From an optimization exercise on the open Yosys and OpenROAD flow, aimed at small area, a short achievable clock period and few clock cycles per item; shortcuts taken in it are not production practice. At most, simulation tests tie the RTL to the original design; equivalence was not proved. Power is estimated from default activity; no workload was simulated.

==> flow/design.v (excerpt) <==
module brimet_alu (
    input  wire        clk,
    input  wire        rst,
    input  wire        in_valid,
    input  wire [7:0]  in_op,
    input  wire [13:0] in_imm,
    input  wire [31:0] in_a,
    input  wire [7:0]  in_aq,
    input  wire [31:0] in_b,
    input  wire [7:0]  in_bq,
    input  wire [31:0] in_d,
    input  wire [7:0]  in_dq,
    output reg         out_valid,
    output reg  [31:0] out_val,
    output reg  [7:0]  out_q
);
    localparam [7:0] OP_ADD   = 8'h06;
    localparam [7:0] OP_SUB   = 8'h07;
    localparam [7:0] OP_MUL   = 8'h08;
    localparam [7:0] OP_MAC   = 8'h09;
    localparam [7:0] OP_MIN   = 8'h0B;
    localparam [7:0] OP_MAX   = 8'h0C;
    localparam [7:0] OP_ABS   = 8'h0D;
    localparam [7:0] OP_CLAMP = 8'h0E;
    localparam [7:0] OP_SEL   = 8'h10;
    localparam [7:0] OP_QUAL  = 8'h1D;
    localparam [31:0] QNAN      = 32'h7FC0_0000;
    localparam [7:0]  Q_GOOD    = 8'hC0;
    localparam [7:0]  Q_UNCERT  = 8'h40;
    localparam [7:0]  Q_OVERRNG = 8'h03;
    function [1:0] qclass;
        input [7:0] q;
        begin
            qclass = (q[7:6] == 2'b11) ? 2'd3 : (q[7:6] == 2'b01) ? 2'd1 : 2'd0;
        end
  ...
Settings: LEC_CHECK=0, CAP_MARGIN=0, CORE_MARGIN=2, CORE_UTILIZATION=62, CTS_CLUSTER_DIAMETER=60, CTS_CLUSTER_SIZE=30, PLACE_DENSITY=0.72, SLEW_MARGIN=0, SYNTH_HIERARCHICAL=1, SYNTH_MINIMUM_KEEP_SIZE=0; clock period 36.0 ns.
standard.sh (not shown) runs the stock make flow with config.mk's settings and CLKGATE_MAP_FILE= SYNTH_SCRIPT=/design/flow/synth_recipe.tcl, a recipe that flattens the netlist after the stock synthesis.
==> flow/flow/run.sh <==
#!/bin/bash
# Standard ORFS layout of the design at the design's clock period and
# constraints. Changes: a larger setup margin for repair_timing, so that the
# resizer also works on paths well inside the clock period, and port buffers
# of a plain buffer cell (every input and output port still gets one).
set -euo pipefail
bash standard.sh SETUP_SLACK_MARGIN=27.9 'BUFFER_PORTS_ARGS=-buffer_cell sky130_fd_sc_hd__buf_1' finish > standard_flow.log 2>&1
Change:
--- a/flow/flow/run.sh
+++ b/flow/flow/run.sh
@@ -5,3 +5,3 @@
 # of a plain buffer cell (every input and output port still gets one).
 set -euo pipefail
-bash standard.sh SETUP_SLACK_MARGIN=27.9 'BUFFER_PORTS_ARGS=-buffer_cell sky130_fd_sc_hd__buf_1' finish > standard_flow.log 2>&1
+bash standard.sh SETUP_SLACK_MARGIN=27.78 'BUFFER_PORTS_ARGS=-buffer_cell sky130_fd_sc_hd__buf_1' finish > standard_flow.log 2>&1
--- a/flow/config.mk
+++ b/flow/config.mk
@@ -9,6 +9,4 @@
 export CORE_MARGIN = 2
 export CORE_UTILIZATION = 62
-export CTS_CLUSTER_DIAMETER = 60
-export CTS_CLUSTER_SIZE = 30
 export PLACE_DENSITY = 0.72
 export SLEW_MARGIN = 0
Result: The new run finished with timing, DRC and antenna clean. Setup slack improved by 0.067 ns. Maximum frequency increases slightly. Combinational power decreases by a little under a tenth. Critical path depth stays the same. Routed wire length drops slightly. Synthesized cell count is unchanged. Worst hold slack is about the same.
Function was not checked in any run of this note: the RTL went through the layout flow alone.

---

brimet_alu, a different RTL version from the one above (not shown whole).
==> flow/config.mk <==
export PLATFORM = sky130hd
export DESIGN_NAME = brimet_alu
export DESIGN_NICKNAME = brimet_alu
export VERILOG_FILES = /design/flow/design.v
export SDC_FILE = /design/flow/constraint.sdc
export NUM_CORES = 4
export LEC_CHECK = 0
export CAP_MARGIN = 0
export CORE_MARGIN = 2
export CORE_UTILIZATION = 62
export PLACE_DENSITY = 0.72
export SLEW_MARGIN = 0
export SYNTH_HIERARCHICAL = 1
export SYNTH_MINIMUM_KEEP_SIZE = 0
==> flow/constraint.sdc <==
create_clock -name core_clock -period 36.0 [get_ports {clk}]
set_input_delay 7.2000 -clock core_clock [delete_from_list [all_inputs] [get_ports {clk}]]
set_output_delay 7.2000 -clock core_clock [all_outputs]
set_load 0.01 [all_outputs]
==> flow/flow/run.sh <==
#!/bin/bash
# Standard ORFS layout of the design at the design's clock period and
# constraints. Changes: a larger setup margin for repair_timing, so that the
# resizer also works on paths well inside the clock period, and port buffers
# of a plain buffer cell (every input and output port still gets one).
set -euo pipefail
bash standard.sh SETUP_SLACK_MARGIN=27.9 'BUFFER_PORTS_ARGS=-buffer_cell sky130_fd_sc_hd__buf_1' finish > standard_flow.log 2>&1
The starting point finished with timing, DRC and antenna clean.
Testbench counts at the start, summed over its fixed seeds: cycles 48,032, ops 48,000.
Then changed:
CAP_MARGIN = 20   (was 0)
CORE_UTILIZATION = 50   (was 62)
PLACE_DENSITY = default   (was 0.72)
SLEW_MARGIN = 20   (was 0)
Effect:
- global-route usage came out lower by 7.0 points
- register-to-register slack gains 0.12 ns
- clock-buffer cell count rises by 12
- via count went down by 1.3%
- sequential share of layout area went down by 0.13 points
- final area climbs by 0.66%
- fmax hardly moves
- utilization shrinks by 13 points

[port drivers added, routing unchanged]
Ports are ideal in the flow. The routed layouts listed here were re-timed in OpenROAD.
Step 1 sets driving cells, clkbuf_16 on the clock port and buf_2 on the other inputs (assumed; they add their load-dependent delay and slew).
Step 2 moves the port delays by t, midway between the first and last clock arrival at a register: inputs arrive t later, outputs are due t later. That takes back most of the time a late clock gives input paths.
a / b / c = no drivers / after step 1 / after step 2; a / b = the first two.
run | t, ns | slack for setup (ns) | clock arrival spread, ns | worst register clock-pin slew, ns | pins driven straight from the clock port
the first run of note 1 | 0.671 | 27.722 / 27.657 / 27.896 | 0.042 / 0.042 | 0.10 / 0.10 | 1
the second run of note 1 | 0.636 | 27.788 / 27.720 / 27.894 | 0.028 / 0.028 | 0.07 / 0.07 | 1
the first run of note 2 | 0.649 | 27.770 / 27.704 / 27.880 | 0.044 / 0.044 | 0.07 / 0.07 | 1
the second run of note 2 | 0.673 | 27.763 / 27.694 / 27.846 | 0.021 / 0.021 | 0.06 / 0.06 | 1
After both steps every run listed still meets setup and hold.
